What follows belongs to an exercise in optimizing a design on an open flow for small area and a short achievable clock period; a production flow would make more cautious choices. Only the layout flow was run in this run; the RTL was not checked for function there. Power and IR drop assume default switching activity.

==> flow/design.v <==
module ck_crc_bank (
    input  wire        clk,
    input  wire        rst_n,      
    input  wire        req,        
    input  wire        we,         
    input  wire [7:0]  addr,       
    input  wire [31:0] wdata,
    input  wire [3:0]  wstrb,      
    output wire        rvalid,     
    output wire [31:0] rdata
);
    reg [2:0]  cfg_poly [0:7];
    reg        cfg_finv [0:7];
    reg        cfg_refl [0:7];
    reg [31:0] val      [0:7];
    reg        s_rst;                  
    reg        s_rd;                   
    reg        s_rv, s_rc, s_rres;     
    reg        s_wcfg, s_wval;         
    reg        s_anyw, s_f16, s_f8, s_seed, s_fany;
    reg [7:0]  s_u;                    
    reg [31:0] s_w;                    
    reg [31:0] s_cv;                   
    reg [2:0]  s_cp;                   
    reg        s_cf, s_cr;
    reg        s_w8, s_w16, s_n32, s_n16, s_n8, s_r16, s_r32, s_i1, s_i2;
    wire [2:0] unit = addr[7:5];
    wire [2:0] rsel = addr[4:2];
    wire wr = req && we && (wstrb == 4'hF);
    wire rd = req && !we;
    integer k;
    function [8:0] cflags;
        input [2:0] p;
        input       f, r;
        reg w8, w16, w32;
        begin
            w8  = p[2];
            w16 = p[1] & p[0];
            w32 = !w8 && !w16;
            cflags = {w8, w16, !r && w32, !r && w16, !r && w8, r && !w8, r && w32, f && !w8, f && w32};
        end
    endfunction
    wire        any_w = s_anyw;
    wire [31:0] nval;                  
    wire [31:0] vbus = nval | {32{s_rst}};
    wire [4:0]  cbus = s_rst ? 5'b000_11 : s_w[4:0];
    wire [7:0]  dec   = 8'b1 << unit;
    wire [7:0]  vstal = (s_u & {8{any_w}}) | {8{s_rst}};
    wire [7:0]  cstal = (s_u & {8{s_wcfg}}) | {8{s_rst}};
    wire        vfwd  = |(dec & vstal);
    wire        cfwd  = |(dec & cstal);
    wire [8:0]  fwdfl = cflags(cbus[4:2], cbus[1], cbus[0]);
    reg  [31:0] a_v;
    reg  [2:0]  a_p;
    reg         a_f, a_r;
    reg  [8:0]  a_fl;
    always @* begin
        a_v  = vfwd ? vbus : 32'h0;
        a_p  = cfwd ? cbus[4:2] : 3'b0;
        a_f  = cfwd && cbus[1];
        a_r  = cfwd && cbus[0];
        a_fl = cfwd ? fwdfl : 9'b0;
        for (k = 0; k < 8; k = k + 1) begin
            if (dec[k] && !vstal[k])
                a_v = a_v | val[k];
            if (dec[k] && !cstal[k]) begin
                a_p  = a_p | cfg_poly[k];
                a_f  = a_f | cfg_finv[k];
                a_r  = a_r | cfg_refl[k];
                a_fl = a_fl | cflags(cfg_poly[k], cfg_finv[k], cfg_refl[k]);
            end
        end
    end
    always @(posedge clk) begin
        s_rst <= !rst_n;
        s_u  <= dec;
        s_w  <= wdata;
        s_cv <= a_v;
        s_cp <= a_p;
        s_cf <= a_f;
        s_cr <= a_r;
        {s_w8, s_w16, s_n32, s_n16, s_n8, s_r16, s_r32, s_i1, s_i2} <= a_fl;
        if (!rst_n) begin
            s_rd <= 1'b0; s_rv <= 1'b0; s_rc <= 1'b0; s_rres <= 1'b0;
            s_wcfg <= 1'b0; s_wval <= 1'b0;
            s_anyw <= 1'b0; s_f16 <= 1'b0; s_f8 <= 1'b0; s_seed <= 1'b0; s_fany <= 1'b0;
        end else begin
            s_rd   <= rd;
            s_rv   <= rd && (rsel == 3'd1 || rsel == 3'd2);
            s_rc   <= rd && rsel == 3'd0;
            s_rres <= rd && rsel == 3'd2;
            s_wcfg <= wr && rsel == 3'd0 && wdata[4:2] <= 3'b100;
            s_wval <= wr && rsel == 3'd1;
            s_anyw <= wr && ((rsel == 3'd0 && wdata[4:2] <= 3'b100) || rsel == 3'd1 ||
                             rsel == 3'd3 || rsel == 3'd4 || rsel == 3'd5 || rsel == 3'd6);
            s_f16  <= wr && rsel == 3'd5;
            s_f8   <= wr && rsel == 3'd6;
            s_fany <= wr && (rsel == 3'd3 || rsel == 3'd4 || rsel == 3'd5 || rsel == 3'd6);
            s_seed <= rsel == 3'd3;
        end
    end
    assign rvalid = s_rd;
    assign rdata  = (({32{s_rv}} & s_cv) ^ ({32{s_rres}} & {{16{s_i2}}, {8{s_i1}}, {8{s_cf}}}))
                  | ({32{s_rc}} & {27'b0, s_cp, s_cf, s_cr});
    function [31:0] rev32;
        input [31:0] x;
        integer i;
        for (i = 0; i < 32; i = i + 1) rev32[i] = x[31-i];
    endfunction
    wire [31:0] cv = s_cv;
    wire [2:0]  cp = s_cp;
    wire        cr = s_cr;
    wire w8  = s_w8;
    wire w16 = s_w16;
    wire [31:0] cmask = w8 ? 32'h0000_00FF : (w16 ? 32'h0000_FFFF : 32'hFFFF_FFFF);
    wire [31:0] cin = ({32{s_cr}} & rev32(cv)) | ({32{s_n32}} & cv)
                    | ({32{s_n16}} & {cv[15:0], 16'b0}) | ({32{s_n8}} & {cv[7:0], 24'b0});
    wire [31:0] w_bs  = {s_w[7:0], s_w[15:8], s_w[23:16], s_w[31:24]};
    wire [31:0] dord  = s_seed ? s_w : w_bs;
    wire [31:0] drev  = rev32({dord[7:0], dord[15:8], dord[23:16], dord[31:24]});
    wire [31:0] dfull = cr ? drev : dord;
    wire [31:0] dmask = s_f8 ? 32'hFF00_0000 : (s_f16 ? 32'hFFFF_0000 : 32'hFFFF_FFFF);
    wire [31:0] t = cin ^ (dfull & dmask);
    wire [31:0] u = s_f8 ? {24'b0, t[31:24]} : (s_f16 ? {16'b0, t[31:16]} : t);
    wire [31:0] lower = s_f8 ? {t[23:0], 8'b0} : (s_f16 ? {t[15:0], 16'b0} : 32'b0);
    wire ps0 = ((cp[1:0]==2'd0));
    wire ps1 = ((cp[1:0]==2'd1));
    wire ps2 = ((cp[1:0]==2'd0) | (cp[1:0]==2'd1));
    wire ps3 = ((cp[1:0]==2'd2));
    wire ps4 = ((cp[1:0]==2'd0) | (cp[1:0]==2'd2));
    wire ps5 = ((cp[1:0]==2'd1) | (cp[1:0]==2'd2));
    wire ps6 = ((cp[1:0]==2'd0) | (cp[1:0]==2'd1) | (cp[1:0]==2'd2));
    wire ps7 = ((cp[1:0]==2'd3));
    wire ps8 = ((cp[1:0]==2'd0) | (cp[1:0]==2'd3));
    wire ps9 = ((cp[1:0]==2'd1) | (cp[1:0]==2'd3));
    wire ps10 = ((cp[1:0]==2'd0) | (cp[1:0]==2'd1) | (cp[1:0]==2'd3));
    wire ps11 = ((cp[1:0]==2'd2) | (cp[1:0]==2'd3));
    wire ps12 = ((cp[1:0]==2'd0) | (cp[1:0]==2'd2) | (cp[1:0]==2'd3));
    wire ps13 = ((cp[1:0]==2'd1) | (cp[1:0]==2'd2) | (cp[1:0]==2'd3));
    wire ps14 = ((cp==3'd0));
    wire ps15 = ((cp==3'd0) | (cp==3'd1));
    wire ps16 = ((cp==3'd0) | (cp==3'd2));
    wire ps17 = ((cp==3'd1) | (cp==3'd2));
    wire ps18 = ((cp==3'd0) | (cp==3'd1) | (cp==3'd2));
    wire ps19 = ((cp==3'd0) | (cp==3'd3));
    wire ps20 = ((cp==3'd0) | (cp==3'd1) | (cp==3'd3));
    wire ps21 = ((cp==3'd0) | (cp==3'd2) | (cp==3'd3));
    wire ps22 = ((cp==3'd1) | (cp==3'd2) | (cp==3'd3));
    wire ps23 = ((cp==3'd0) | (cp==3'd1) | (cp==3'd2) | (cp==3'd3));
    wire ps24 = ((cp==3'd4));
    wire ps25 = ((cp==3'd1) | (cp==3'd4));
    wire ps26 = ((cp==3'd1) | (cp==3'd2) | (cp==3'd4));
    wire ps27 = ((cp==3'd0) | (cp==3'd1) | (cp==3'd2) | (cp==3'd4));
    wire ps28 = ((cp==3'd3) | (cp==3'd4));
    wire ps29 = ((cp==3'd0) | (cp==3'd3) | (cp==3'd4));
    wire ps30 = ((cp==3'd1) | (cp==3'd3) | (cp==3'd4));
    wire ps31 = ((cp==3'd1) | (cp==3'd2) | (cp==3'd3) | (cp==3'd4));
    wire ps32 = ((cp==3'd3));
    wire ps33 = ((cp==3'd0) | (cp==3'd4));
    wire ps34 = ((cp==3'd0) | (cp==3'd1) | (cp==3'd4));
    wire ps35 = ((cp==3'd0) | (cp==3'd2) | (cp==3'd4));
    wire ps36 = ((cp==3'd0) | (cp==3'd1) | (cp==3'd3) | (cp==3'd4));
    wire ps37 = ((cp==3'd0) | (cp==3'd2) | (cp==3'd3) | (cp==3'd4));
    wire ps38 = ((cp==3'd2));
    wire ps39 = ((cp==3'd1) | (cp==3'd3));
    wire ps40 = ((cp==3'd2) | (cp==3'd3));
    wire ps41 = ((cp==3'd2) | (cp==3'd4));
    wire ps42 = ((cp==3'd2) | (cp==3'd3) | (cp==3'd4));
    wire ps43 = ((cp==3'd1));
    wire [31:0] r;
    assign r[0] = lower[0] ^ (ps0 & (u[4] ^ u[5] ^ u[8] ^ u[18] ^ u[21] ^ u[27])) ^ (ps1 & (u[2] ^ u[3] ^ u[13] ^ u[20] ^ u[22])) ^ (ps2 & (u[7] ^ u[17] ^ u[23])) ^ (ps3 & (u[10] ^ u[29])) ^ (ps4 & (u[16] ^ u[30] ^ u[31])) ^ (ps5 & (u[24])) ^ (u[0] ^ u[6] ^ u[9] ^ u[12] ^ u[25] ^ u[26] ^ u[28]);
    assign r[1] = lower[1] ^ (ps0 & (u[5] ^ u[19] ^ u[26] ^ u[31])) ^ (ps1 & (u[2] ^ u[4] ^ u[14] ^ u[20] ^ u[21])) ^ (ps2 & (u[8] ^ u[10] ^ u[18] ^ u[22] ^ u[29])) ^ (ps3 & (u[11] ^ u[16])) ^ (ps4 & (u[7] ^ u[13] ^ u[24])) ^ (ps5 & (u[0] ^ u[12])) ^ (u[1] ^ u[6] ^ u[9] ^ u[17] ^ u[27] ^ u[28]);
    assign r[2] = lower[2] ^ (ps0 & (u[23] ^ u[27] ^ u[28])) ^ (ps1 & (u[5] ^ u[12] ^ u[15] ^ u[21])) ^ (ps2 & (u[10] ^ u[11] ^ u[19] ^ u[20] ^ u[25] ^ u[29])) ^ (ps3 & (u[13] ^ u[16] ^ u[31])) ^ (ps4 & (u[2] ^ u[7] ^ u[8] ^ u[9] ^ u[14])) ^ (ps5 & (u[0] ^ u[1] ^ u[17] ^ u[24] ^ u[26])) ^ (u[6] ^ u[18] ^ u[30]);
    assign r[3] = lower[3] ^ (ps0 & (u[24] ^ u[28] ^ u[29])) ^ (ps1 & (u[6] ^ u[13] ^ u[16] ^ u[22])) ^ (ps2 & (u[11] ^ u[12] ^ u[20] ^ u[21] ^ u[26] ^ u[30])) ^ (ps3 & (u[14] ^ u[17])) ^ (ps4 & (u[3] ^ u[8] ^ u[9] ^ u[10] ^ u[15])) ^ (ps5 & (u[1] ^ u[2] ^ u[18] ^ u[25] ^ u[27])) ^ (u[7] ^ u[19] ^ u[31]);
    assign r[4] = lower[4] ^ (ps0 & (u[10] ^ u[13] ^ u[16] ^ u[22])) ^ (ps1 & (u[14])) ^ (ps2 & (u[9] ^ u[21] ^ u[27])) ^ (ps3 & (u[2] ^ u[3] ^ u[15] ^ u[18])) ^ (ps4 & (u[4] ^ u[11] ^ u[12] ^ u[20] ^ u[29] ^ u[30])) ^ (ps5 & (u[0] ^ u[6] ^ u[19] ^ u[24])) ^ (u[8] ^ u[25] ^ u[31]);
    assign r[5] = lower[5] ^ (ps0 & (u[11] ^ u[12] ^ u[14] ^ u[17] ^ u[23] ^ u[30] ^ u[31])) ^ (ps1 & (u[15] ^ u[25])) ^ (ps2 & (u[9] ^ u[22] ^ u[26])) ^ (ps3 & (u[0] ^ u[3] ^ u[4] ^ u[6] ^ u[19] ^ u[24] ^ u[29])) ^ (ps4 & (u[5] ^ u[13] ^ u[21])) ^ (ps5 & (u[1] ^ u[7] ^ u[20])) ^ (u[10] ^ u[28]);
    assign r[6] = lower[6] ^ (ps0 & (u[15] ^ u[26])) ^ (ps1 & (u[3] ^ u[12] ^ u[27])) ^ (ps2 & (u[0] ^ u[9] ^ u[10] ^ u[13] ^ u[16] ^ u[17] ^ u[24] ^ u[28])) ^ (ps3 & (u[1] ^ u[2])) ^ (ps4 & (u[4] ^ u[5] ^ u[14] ^ u[30])) ^ (ps5 & (u[6] ^ u[20])) ^ (u[7] ^ u[8] ^ u[11] ^ u[21] ^ u[22] ^ u[25] ^ u[29]);
    assign r[7] = lower[7] ^ (ps0 & (u[9] ^ u[12] ^ u[17] ^ u[26] ^ u[27] ^ u[31])) ^ (ps1 & (u[4] ^ u[20])) ^ (ps2 & (u[1] ^ u[6] ^ u[11] ^ u[14] ^ u[18] ^ u[30])) ^ (ps3 & (u[7] ^ u[28])) ^ (ps4 & (u[5] ^ u[15] ^ u[16] ^ u[22] ^ u[23] ^ u[25])) ^ (ps5 & (u[0] ^ u[2] ^ u[3] ^ u[21] ^ u[24])) ^ (u[8] ^ u[10] ^ u[29]);
    assign r[8] = lower[8] ^ (ps0 & (u[13] ^ u[24])) ^ (ps1 & (u[7] ^ u[9] ^ u[30])) ^ (ps2 & (u[2] ^ u[5] ^ u[15] ^ u[19] ^ u[21] ^ u[25])) ^ (ps3 & (u[17] ^ u[23] ^ u[28])) ^ (ps4 & (u[0] ^ u[8] ^ u[10])) ^ (ps5 & (u[1] ^ u[3] ^ u[12] ^ u[22] ^ u[31])) ^ (u[4] ^ u[11]);
    assign r[9] = lower[9] ^ (ps0 & (u[0] ^ u[7] ^ u[14] ^ u[17] ^ u[21] ^ u[27] ^ u[28] ^ u[30])) ^ (ps1 & (u[6] ^ u[10] ^ u[16] ^ u[26])) ^ (ps2 & (u[3] ^ u[8] ^ u[20] ^ u[22] ^ u[31])) ^ (ps3 & (u[9] ^ u[24] ^ u[29])) ^ (ps4 & (u[1] ^ u[11] ^ u[18])) ^ (ps5 & (u[2] ^ u[5] ^ u[12] ^ u[13])) ^ (u[4] ^ u[23]);
    assign r[10] = lower[10] ^ (ps0 & (u[1] ^ u[6] ^ u[7] ^ u[15] ^ u[17] ^ u[24] ^ u[30])) ^ (ps1 & (u[4] ^ u[11] ^ u[12] ^ u[20] ^ u[21])) ^ (ps2 & (u[22] ^ u[25] ^ u[27])) ^ (ps3 & (u[3] ^ u[9] ^ u[13] ^ u[31])) ^ (ps4 & (u[16] ^ u[19] ^ u[29])) ^ (ps5 & (u[5] ^ u[14] ^ u[28])) ^ (u[0] ^ u[2] ^ u[26]);
    assign r[11] = lower[11] ^ (ps0 & (u[6])) ^ (ps1 & (u[7] ^ u[29])) ^ (ps2 & (u[2] ^ u[5] ^ u[21])) ^ (ps3 & (u[14] ^ u[16] ^ u[26] ^ u[28] ^ u[31])) ^ (ps4 & (u[3] ^ u[4] ^ u[12])) ^ (ps5 & (u[15] ^ u[17] ^ u[24] ^ u[25] ^ u[27])) ^ (u[0] ^ u[1] ^ u[9] ^ u[20]);
    assign r[12] = lower[12] ^ (ps0 & (u[7])) ^ (ps1 & (u[8] ^ u[16] ^ u[25] ^ u[26] ^ u[28])) ^ (ps2 & (u[3] ^ u[10] ^ u[22])) ^ (ps3 & (u[0] ^ u[9] ^ u[12] ^ u[15] ^ u[17] ^ u[24] ^ u[27] ^ u[31])) ^ (ps4 & (u[4] ^ u[5] ^ u[13])) ^ (ps5 & (u[18] ^ u[30])) ^ (u[1] ^ u[2] ^ u[6] ^ u[21]);
    assign r[13] = lower[13] ^ (ps0 & (u[0] ^ u[12] ^ u[21] ^ u[30])) ^ (ps1 & (u[4] ^ u[23] ^ u[29])) ^ (ps2 & (u[9] ^ u[11] ^ u[17] ^ u[26] ^ u[27])) ^ (ps3 & (u[1] ^ u[5] ^ u[6] ^ u[10] ^ u[13])) ^ (ps4 & (u[14] ^ u[16] ^ u[18] ^ u[25] ^ u[28])) ^ (ps5 & (u[7] ^ u[19])) ^ (u[2] ^ u[3] ^ u[22] ^ u[31]);
    assign r[14] = lower[14] ^ (ps0 & (u[0] ^ u[1] ^ u[9] ^ u[13] ^ u[16] ^ u[21] ^ u[22] ^ u[25])) ^ (ps1 & (u[12] ^ u[18] ^ u[24] ^ u[27] ^ u[28])) ^ (ps2 & (u[5] ^ u[10] ^ u[30])) ^ (ps3 & (u[2] ^ u[11] ^ u[14] ^ u[17] ^ u[26])) ^ (ps4 & (u[6] ^ u[7] ^ u[15] ^ u[19] ^ u[29])) ^ (ps5 & (u[4] ^ u[20] ^ u[23])) ^ (u[3] ^ u[8]);
    assign r[15] = lower[15] ^ (ps0 & (u[1] ^ u[6] ^ u[10] ^ u[14])) ^ (ps1 & (u[0] ^ u[19] ^ u[29])) ^ (ps2 & (u[2] ^ u[11] ^ u[17] ^ u[22] ^ u[23] ^ u[26] ^ u[31])) ^ (ps3 & (u[15] ^ u[18] ^ u[24] ^ u[27])) ^ (ps4 & (u[8] ^ u[9] ^ u[16] ^ u[30])) ^ (ps5 & (u[3] ^ u[5] ^ u[12] ^ u[21])) ^ (u[4] ^ u[7] ^ u[20]);
    assign r[16] = lower[16] ^ (ps0 & (u[3] ^ u[10] ^ u[15] ^ u[23] ^ u[31])) ^ (ps1 & (u[1] ^ u[25])) ^ (ps2 & (u[2] ^ u[7] ^ u[9] ^ u[18])) ^ (ps3 & (u[13] ^ u[29])) ^ (ps4 & (u[24])) ^ (ps5 & (u[30])) ^ (ps6 & (u[5] ^ u[17] ^ u[21])) ^ (ps7 & (u[20])) ^ (ps8 & (u[11])) ^ (ps9 & (u[28])) ^ (ps10 & (u[27])) ^ (ps11 & (u[19] ^ u[22])) ^ (ps12 & (u[12])) ^ (ps13 & (u[0] ^ u[4] ^ u[26])) ^ (u[8]);
    assign r[17] = lower[17] ^ (ps0 & (u[3] ^ u[4] ^ u[11] ^ u[16])) ^ (ps1 & (u[0] ^ u[7] ^ u[17])) ^ (ps2 & (u[8] ^ u[10] ^ u[19] ^ u[24])) ^ (ps3 & (u[14] ^ u[30])) ^ (ps4 & (u[6] ^ u[22])) ^ (ps5 & (u[31])) ^ (ps6 & (u[18] ^ u[25])) ^ (ps7 & (u[21])) ^ (ps8 & (u[28])) ^ (ps9 & (u[29])) ^ (ps10 & (u[12])) ^ (ps12 & (u[9])) ^ (ps13 & (u[1] ^ u[5] ^ u[20] ^ u[23] ^ u[27])) ^ (u[13]);
    assign r[18] = lower[18] ^ (ps0 & (u[0] ^ u[16] ^ u[27])) ^ (ps1 & (u[1] ^ u[9] ^ u[25])) ^ (ps2 & (u[8] ^ u[11] ^ u[18] ^ u[20])) ^ (ps3 & (u[7] ^ u[15] ^ u[23])) ^ (ps4 & (u[31])) ^ (ps5 & (u[26])) ^ (ps6 & (u[19])) ^ (ps7 & (u[22])) ^ (ps8 & (u[29])) ^ (ps10 & (u[13] ^ u[30])) ^ (ps12 & (u[10])) ^ (ps13 & (u[2] ^ u[24])) ^ (u[6] ^ u[14] ^ u[21] ^ u[28]);
    assign r[19] = lower[19] ^ (ps0 & (u[1] ^ u[4] ^ u[5] ^ u[18] ^ u[26])) ^ (ps1 & (u[10] ^ u[13] ^ u[17] ^ u[21] ^ u[28])) ^ (ps2 & (u[0] ^ u[6] ^ u[19])) ^ (ps4 & (u[8] ^ u[16] ^ u[20])) ^ (ps5 & (u[24])) ^ (ps6 & (u[27])) ^ (ps7 & (u[30])) ^ (ps9 & (u[31])) ^ (ps10 & (u[14] ^ u[23])) ^ (ps11 & (u[3] ^ u[7])) ^ (ps12 & (u[11] ^ u[22] ^ u[25])) ^ (u[15] ^ u[29]);
    assign r[20] = lower[20] ^ (ps0 & (u[19] ^ u[20])) ^ (ps1 & (u[3] ^ u[6] ^ u[11] ^ u[13] ^ u[14] ^ u[29])) ^ (ps2 & (u[0] ^ u[1] ^ u[2] ^ u[18])) ^ (ps3 & (u[21] ^ u[28])) ^ (ps4 & (u[25])) ^ (ps5 & (u[9] ^ u[17])) ^ (ps8 & (u[24] ^ u[31])) ^ (ps10 & (u[15])) ^ (ps12 & (u[4] ^ u[8])) ^ (ps13 & (u[12] ^ u[16] ^ u[23] ^ u[26] ^ u[30]));
    assign r[21] = lower[21] ^ (ps0 & (u[21])) ^ (ps1 & (u[7] ^ u[14] ^ u[15] ^ u[30])) ^ (ps2 & (u[1] ^ u[2] ^ u[3])) ^ (ps3 & (u[29])) ^ (ps5 & (u[10] ^ u[18] ^ u[27])) ^ (ps7 & (u[0] ^ u[8] ^ u[11] ^ u[28])) ^ (ps8 & (u[20] ^ u[25])) ^ (ps9 & (u[4] ^ u[12])) ^ (ps10 & (u[16] ^ u[19])) ^ (ps11 & (u[22])) ^ (ps12 & (u[5] ^ u[9] ^ u[26])) ^ (ps13 & (u[13] ^ u[17] ^ u[24] ^ u[31]));
    assign r[22] = lower[22] ^ (ps0 & (u[7] ^ u[22] ^ u[30])) ^ (ps1 & (u[4] ^ u[15])) ^ (ps2 & (u[2] ^ u[3] ^ u[8] ^ u[28])) ^ (ps3 & (u[24])) ^ (ps4 & (u[0])) ^ (ps5 & (u[11] ^ u[19])) ^ (ps6 & (u[16] ^ u[31])) ^ (ps7 & (u[1] ^ u[6] ^ u[21])) ^ (ps8 & (u[10])) ^ (ps9 & (u[13] ^ u[17])) ^ (ps10 & (u[5] ^ u[20] ^ u[25])) ^ (ps11 & (u[26] ^ u[27] ^ u[29])) ^ (ps12 & (u[9] ^ u[12] ^ u[23])) ^ (ps13 & (u[14])) ^ (u[18]);
    assign r[23] = lower[23] ^ (ps0 & (u[25])) ^ (ps1 & (u[4])) ^ (ps2 & (u[3] ^ u[5] ^ u[12])) ^ (ps3 & (u[31])) ^ (ps4 & (u[0] ^ u[1])) ^ (ps5 & (u[9] ^ u[17] ^ u[20])) ^ (ps6 & (u[16] ^ u[29])) ^ (ps7 & (u[2] ^ u[22])) ^ (ps8 & (u[7] ^ u[10] ^ u[11] ^ u[24] ^ u[28] ^ u[30])) ^ (ps9 & (u[14] ^ u[21])) ^ (ps10 & (u[18])) ^ (ps12 & (u[13] ^ u[27])) ^ (ps13 & (u[6] ^ u[15] ^ u[26])) ^ (u[19]);
    assign r[24] = lower[24] ^ (ps14 & (u[26])) ^ (ps15 & (u[4] ^ u[6] ^ u[13])) ^ (ps16 & (u[1] ^ u[2])) ^ (ps17 & (u[18])) ^ (ps18 & (u[17])) ^ (ps19 & (u[29])) ^ (ps20 & (u[19])) ^ (ps21 & (u[14] ^ u[28])) ^ (ps22 & (u[16])) ^ (ps23 & (u[20])) ^ (ps24 & (u[0] ^ u[9] ^ u[24])) ^ (ps25 & (u[5])) ^ (ps26 & (u[10] ^ u[21])) ^ (ps27 & (u[30])) ^ (ps28 & (u[3] ^ u[23])) ^ (ps29 & (u[8] ^ u[11] ^ u[12] ^ u[25] ^ u[31])) ^ (ps30 & (u[15] ^ u[22])) ^ (ps31 & (u[7] ^ u[27]));
    assign r[25] = lower[25] ^ (ps14 & (u[25])) ^ (ps15 & (u[14])) ^ (ps16 & (u[2])) ^ (ps17 & (u[11] ^ u[18] ^ u[19] ^ u[22] ^ u[31])) ^ (ps32 & (u[9] ^ u[12] ^ u[24])) ^ (ps20 & (u[20] ^ u[23])) ^ (ps21 & (u[29])) ^ (ps23 & (u[8] ^ u[17])) ^ (ps24 & (u[1] ^ u[27])) ^ (ps33 & (u[0])) ^ (ps25 & (u[5] ^ u[7])) ^ (ps34 & (u[6])) ^ (ps35 & (u[3])) ^ (ps28 & (u[26] ^ u[30])) ^ (ps29 & (u[4] ^ u[13])) ^ (ps36 & (u[16])) ^ (ps37 & (u[15])) ^ (ps31 & (u[21])) ^ (u[28]);
    assign r[26] = lower[26] ^ (ps15 & (u[8])) ^ (ps38 & (u[20])) ^ (ps17 & (u[19] ^ u[26])) ^ (ps32 & (u[5])) ^ (ps19 & (u[27])) ^ (ps39 & (u[13])) ^ (ps40 & (u[22])) ^ (ps21 & (u[31])) ^ (ps22 & (u[18])) ^ (ps24 & (u[11])) ^ (ps33 & (u[1] ^ u[12])) ^ (ps25 & (u[2])) ^ (ps34 & (u[15])) ^ (ps41 & (u[4])) ^ (ps35 & (u[6] ^ u[23])) ^ (ps27 & (u[0] ^ u[3] ^ u[28])) ^ (ps28 & (u[9] ^ u[16] ^ u[17] ^ u[30])) ^ (ps29 & (u[14])) ^ (ps30 & (u[21])) ^ (ps36 & (u[29])) ^ (ps42 & (u[10])) ^ (ps37 & (u[24])) ^ (u[25]);
    assign r[27] = lower[27] ^ (ps14 & (u[12])) ^ (ps43 & (u[3])) ^ (ps38 & (u[7])) ^ (ps16 & (u[5] ^ u[24])) ^ (ps17 & (u[20])) ^ (ps32 & (u[10] ^ u[28])) ^ (ps19 & (u[6] ^ u[15] ^ u[31])) ^ (ps39 & (u[14] ^ u[22] ^ u[30])) ^ (ps40 & (u[11] ^ u[25])) ^ (ps22 & (u[19])) ^ (ps33 & (u[0] ^ u[2] ^ u[8] ^ u[13])) ^ (ps25 & (u[9] ^ u[16])) ^ (ps35 & (u[21])) ^ (ps26 & (u[4])) ^ (ps27 & (u[1] ^ u[27] ^ u[29])) ^ (ps29 & (u[17] ^ u[18])) ^ (ps37 & (u[23])) ^ (ps31 & (u[26]));
    assign r[28] = lower[28] ^ (ps15 & (u[13])) ^ (ps38 & (u[20])) ^ (ps17 & (u[6] ^ u[25])) ^ (ps18 & (u[12] ^ u[21] ^ u[26])) ^ (ps32 & (u[16] ^ u[29])) ^ (ps19 & (u[23])) ^ (ps39 & (u[7] ^ u[15])) ^ (ps20 & (u[0] ^ u[4] ^ u[31])) ^ (ps21 & (u[8])) ^ (ps33 & (u[1] ^ u[14] ^ u[17] ^ u[19])) ^ (ps25 & (u[9] ^ u[10])) ^ (ps34 & (u[3])) ^ (ps35 & (u[2])) ^ (ps26 & (u[30])) ^ (ps27 & (u[5] ^ u[27])) ^ (ps28 & (u[18])) ^ (ps42 & (u[28])) ^ (u[22] ^ u[24]);
    assign r[29] = lower[29] ^ (ps14 & (u[15])) ^ (ps43 & (u[10] ^ u[11])) ^ (ps15 & (u[14])) ^ (ps38 & (u[26])) ^ (ps16 & (u[13])) ^ (ps17 & (u[31])) ^ (ps18 & (u[3])) ^ (ps39 & (u[16] ^ u[17])) ^ (ps20 & (u[1])) ^ (ps21 & (u[23] ^ u[25])) ^ (ps33 & (u[18])) ^ (ps25 & (u[0] ^ u[12])) ^ (ps34 & (u[2] ^ u[4] ^ u[20])) ^ (ps41 & (u[7] ^ u[21])) ^ (ps35 & (u[6] ^ u[22] ^ u[28])) ^ (ps27 & (u[27])) ^ (ps28 & (u[19] ^ u[30])) ^ (ps30 & (u[8])) ^ (ps36 & (u[5] ^ u[24])) ^ (ps42 & (u[29])) ^ (u[9]);
    assign r[30] = lower[30] ^ (ps14 & (u[16])) ^ (ps43 & (u[0] ^ u[11])) ^ (ps15 & (u[15])) ^ (ps38 & (u[27])) ^ (ps16 & (u[14])) ^ (ps18 & (u[4])) ^ (ps32 & (u[17])) ^ (ps19 & (u[2])) ^ (ps39 & (u[18])) ^ (ps23 & (u[24] ^ u[26])) ^ (ps24 & (u[13])) ^ (ps33 & (u[3] ^ u[19])) ^ (ps25 & (u[1])) ^ (ps34 & (u[5] ^ u[21])) ^ (ps41 & (u[8])) ^ (ps35 & (u[28] ^ u[29])) ^ (ps26 & (u[22])) ^ (ps27 & (u[7] ^ u[23])) ^ (ps28 & (u[9] ^ u[31])) ^ (ps29 & (u[6] ^ u[25])) ^ (ps30 & (u[20])) ^ (ps42 & (u[30])) ^ (u[10]);
    assign r[31] = lower[31] ^ (ps14 & (u[17])) ^ (ps43 & (u[1] ^ u[12])) ^ (ps15 & (u[16])) ^ (ps38 & (u[28])) ^ (ps16 & (u[15])) ^ (ps18 & (u[5])) ^ (ps32 & (u[18])) ^ (ps19 & (u[3])) ^ (ps39 & (u[19])) ^ (ps23 & (u[25] ^ u[27])) ^ (ps24 & (u[14])) ^ (ps33 & (u[4] ^ u[20])) ^ (ps25 & (u[2])) ^ (ps34 & (u[6] ^ u[22])) ^ (ps41 & (u[9])) ^ (ps35 & (u[29] ^ u[30])) ^ (ps26 & (u[23])) ^ (ps27 & (u[8] ^ u[24])) ^ (ps28 & (u[10])) ^ (ps29 & (u[7] ^ u[26])) ^ (ps30 & (u[21])) ^ (ps42 & (u[31])) ^ (u[11]);
    wire [31:0] rr = rev32(r);
    wire [31:0] fold = ({{16{s_r32}}, {8{s_r16}}, {8{s_cr}}} & rr) | ({32{s_n32}} & r)
                     | ({32{s_n16}} & {16'b0, r[31:16]}) | ({32{s_n8}} & {24'b0, r[31:24]});
    wire [31:0] vmask_new = (s_w[4:2] == 3'b100) ? 32'h0000_00FF :
                            (s_w[4:2] == 3'b011) ? 32'h0000_FFFF : 32'hFFFF_FFFF;
    assign nval = ({32{s_wcfg}} & cv & vmask_new) | ({32{s_wval}} & s_w & cmask)
                | ({32{s_fany}} & fold);
    always @(posedge clk) begin
        for (k = 0; k < 8; k = k + 1) begin
            if (s_rst || (any_w && s_u[k]))
                val[k] <= vbus;
            if (s_rst || (s_wcfg && s_u[k])) begin
                cfg_poly[k] <= cbus[4:2];
                cfg_finv[k] <= cbus[1];
                cfg_refl[k] <= cbus[0];
            end
        end
    end
endmodule
==> flow/flow/run.sh <==
#!/bin/bash
# Layout: the standard flow (standard synthesis included), run with the
# extra ORFS make variables listed in flow/make_args.txt: a setup margin for
# the resizer so that it sizes the netlist for a shorter achieved period, and
# the port buffer cell. Clock, constraints and scripts are unchanged.
set -euo pipefail
mapfile -t ARGS < <(grep -v '^#' flow/make_args.txt | grep -v '^$')
bash standard.sh "${ARGS[@]}" finish > flow_make.log 2>&1
==> flow/flow/make_args.txt <==
SETUP_SLACK_MARGIN=22.4
MATCH_CELL_FOOTPRINT=0
BUFFER_PORTS_ARGS=-buffer_cell sky130_fd_sc_hd__buf_2
==> flow/standard.sh <==
#!/bin/bash
# synth_recipe.tcl (not shown) runs the flow's synth.tcl, then flattens the netlist and writes it again
# the make line also repeats each setting of config.mk as NAME=value (left out here)
make -C /OpenROAD-flow-scripts/flow DESIGN_CONFIG=/design/flow/config.mk WORK_HOME=/design/flow/orfs CLKGATE_MAP_FILE= SYNTH_SCRIPT=/design/flow/synth_recipe.tcl "${@:-finish}"
==> flow/config.mk <==
export PLATFORM = sky130hd
export DESIGN_NAME = ck_crc_bank
export DESIGN_NICKNAME = ck_crc_bank
export VERILOG_FILES = /design/flow/design.v
export SDC_FILE = /design/flow/constraint.sdc
export NUM_CORES = 4
export LEC_CHECK = 0
export CAP_MARGIN = 20
export CORE_MARGIN = 2
export CORE_UTILIZATION = 40
export CTS_BUF_LIST = sky130_fd_sc_hd__clkbuf_8
export CTS_CLUSTER_SIZE = 25
export SLEW_MARGIN = 20
==> flow/constraint.sdc <==
create_clock -name core_clock -period 30.0 [get_ports {clk}]
set_input_delay 6.0000 -clock core_clock [delete_from_list [all_inputs] [get_ports {clk}]]
set_output_delay 6.0000 -clock core_clock [all_outputs]
set_load 0.01 [all_outputs]
==> results.cfg <==
[outcome]
status = complete, no violations

[drt]
drtAntennaViolNets = 0
wl_per_cell_um = 31.77
drtIter0Drc = 2980
dr_total_vias = 23370
vias_per_cell = 6.397
remaining_drc_errors = 0
dr.pass1.iters = 9
totalWireLength_um = 116000

[worst_setup_path]
path_cells = nand2_8, xnor2_2, nand2_1, buf_2
cp.required_ps = 24000
worstPathBufferInverterCount = 1
cp_slowest_stage_delay_ps = 470
worstSetupEndpointType = output port
path_class = flip-flop to output port
path_max_fanout = 8
worst_setup_path_start_kind = flip-flop
crit_family = flip-flops
crit_path_top_delay_cell = dfxtp_4
worst_ep_arrival_time_ps = 1660

[worst_hold_path]
hp-class = flip-flop to flip-flop

[power]
pwr-share-clk_pct = 9.1
p_comb_share_pct = 73.1
p_int_w = 0.002083
ir_worst_vdd_mv = 0.1700
power.switching_w = 0.002193
p_leak_nw = 11.31
power.density_nw_per_um2 = 140.4
pwr-share-seq_pct = 17.8
switching_share_pct = 51.28

[sta]
period_share_pct = 25.53
skew_ps = 33.92
hold_viol = 0
fmax_mhz = 130.6
slew_headroom_pct = 12.65
finalSetupViolCount = 0
layout_min_cycle_time_ps = 7660
fin_setup_tns_ps = 0
worst_pin_slew_ps = 1301
rsz0062_at_grt = true
final.setup.worst_slack_ps = 22340
hold_slack_ps = 466.0
slew_viol_final = 0

[floorplanning]
die_h_um = 265.5
core_sq_um = 67400
io_pins = 81
chipWidth_um = 265.5
rows = 95
start_util_pct = 40.59
dieArea_sq_um = 70500

[clock_tree]
cts_made_buffers = 54
cts_max_path_buffers = 3
cts_tree = done
clk_pin_slew_ps = 70
cts-root-buf = clkbuf_8
cts_hold_buffers = 0
htreeDepth = 2
postCtsSetupBuffers = 0
clk_latency_ps = 610
cts.sinks = 393

[yosys]
synthTopCellsByCount = xnor2_1 (442), edfxtp_1 (296), nand2_1 (256)
syn_inst = 2695
yosysSeqAreaShare_pct = 39.59
synth_edf_count = 296
syn-cell-area_sq_um = 27350
yosys_warnings = 5
postSynthAreaPerCell_sq_um = 10.15
synth_most_common_cell = xnor2_1
ys_ff_latch = 393
yosysUniqueCellTypes = 83
synth_area_leaders = edfxtp_1 (32%), xnor2_1 (14%), dfxtp_1 (7.1%), xor2_1 (5.0%), xnor3_1 (4.2%)
synthFlopType = edfxtp_1
ys_async_sr_fraction_pct = 0
synth_nets = 2747
synth_top_area_share_pct = 32.49
synth.largest_area_cell = edfxtp_1

[cells_and_area]
post-route-util_pct = 45.19
stdcell_area_sq_um = 30460
finalNetCount = 2784
drive_gt1_share_pct = 15.17
areaGrowthSynthToFinish_pct = 11.34

[grt]
track_usage_pct = 32.30
antenna_found_initial = 5
grt_pass1_vias = 22320
grt_pass1_wl_um = 164500
grt_max_degree = 77
globalRouteOverflowTotal = 0

[place]
gp_congestion = 1.018
pre_cts_slack_ps = 21760
dp_hpwl_um = 80030
placed_area_sq_um = 28880
port_buffers = 78

[flow_run]
maxCapViolations = 0
[metal layers]
metal  vias to the layer above  GRT usage [%]  wire length [um]
li1                       9953              -                 -
met3                       404          7.054             11380
met2                      1466          49.31             50750
met4                         2          21.99              9200
met5                         -              0                20
met1                     11550          40.98             44690
[power by group through the flow]
| stage | logic (W) | registers, W | clock network (W) |
|---|---|---|---|
| after global placement | 0.00294 | 0.000759 | 0 |
| final | 0.00312 | 0.000762 | 0.000390 |
| after CTS | 0.00297 | 0.000757 | 0.000396 |
| after global routing | 0.00320 | 0.000765 | 0.000420 |
| after floorplan | 0.00198 | 0.000725 | 0 |
| after detailed placement | 0.00296 | 0.000763 | 0 |
[layout by cell type (no fill, tap or decap), drive strengths merged, types with 9 or more instances in the layout]
master   instances
nand2b          20
nand3b           9
and2            20
nand2          257
buf            169
or2             14
nand4           12
o22ai           26
mux4            25
clkinv          12
xor2           156
nor3            56
a211oi          21
nand3           67
xnor3           51
o2111ai         10
a21o            59
inv             55
a21oi           88
or3             12
nor2           190
a22oi          124
o211ai          17
a222oi          22
a221oi          74
xnor2          446
clkbuf          64
a21boi          14
mux2i           34
o21ai           73
dfxtp           97
a22o            56
edfxtp         296
[through the flow]
stage               power, W  cells
floorplan           0.002700   2695
global placement    0.003698   3544
detailed placement  0.003720   3544
CTS                 0.004126   3647
global route        0.004381   3650
finish              0.004276   3653
[worst paths after layout]
path | slack (ps) | startpoint | depth (start not counted) | to
max | 22340 | s_rres | 4 | rdata[2]
min | 470 | val[6][9] | 2 | s_cv[9]
max reg2reg | 23150 | s_cr | 14 | val[0][17]
min reg2reg | 470 | val[6][9] | 2 | s_cv[9]
[sequential cells by signal (all words and copies together), names as in the netlist, 3 cells and up]
name	flops
s_w	32
cfg_poly	24
cfg_refl	8
s_cp	3
val	256
s_cv	32
s_u	8
cfg_finv	8
[area by class of cell]
type,instances,area (sq um)
fill,6318,36940
multi-input combinational,2078,16150
sequential,393,10880
timing repair buffer,172,1161
tap,873,1092
clock buffer,61,839.6
clock inverter,39,200.2
inverter,33,123.9
antenna,4,10.01
[logic make-up after synthesis]
logic type      count (synthesis)  share of synthesized area [%]
simple gates                  697                          11.58
xor+xnor                      660                          24.26
compound gates                652                          17.47
flops                         393                          39.59
buf+inv                       225                          3.348
mux                            64                          3.568
fa+ha+maj                       4                         0.1830
[worst register-to-register path: stages (launching register included)]
cell and delay (ps):
dfxtp_2 330, buf_4 640, mux4_2 740, xnor2_1 660
nor2_1 220, a211oi_2 820, buf_4 300, a21oi_1 280
xnor3_1 520, mux2i_1 220, o31ai_1 140, xor2_1 510
xnor2_1 330, a22oi_1 180, o211ai_1 680
[timing repair]
action | CTS | global route
resized for setup | 78 | 34
gates cloned | 3 | 1
pin swaps | 11 | 15
setup endpoints to repair | 32 | 56

separate check: timing with driven ports:
The flow's constraints put no driver on any port. The routed layout listed below was extracted and timed again, unchanged, in two steps. Step 1 sets driving cells, clkbuf_16 on the clock port and buf_2 on the other inputs (assumed; they add their load-dependent delay and slew). Step 2 adds t to the input delays and takes it off the output delays; t is the mean of the earliest and latest rising clock arrival at the registers after step 1. Input paths then give back, and output paths get back, about the clock's delay inside the block. a / b / c = ideal ports / drivers / drivers and shift; a / b = the first two.
shift t [ns]: 0.643
setup slack, ns: 22.340 / 22.295 / 21.943
hold WS [ns]: 0.466 / 0.466 / 0.466
pins driven straight from the clock port: 1
After both steps this run still meets setup and hold. For this run, drivers alone change the setup slack by -0.045 ns; drivers and shift together by -0.397 ns.
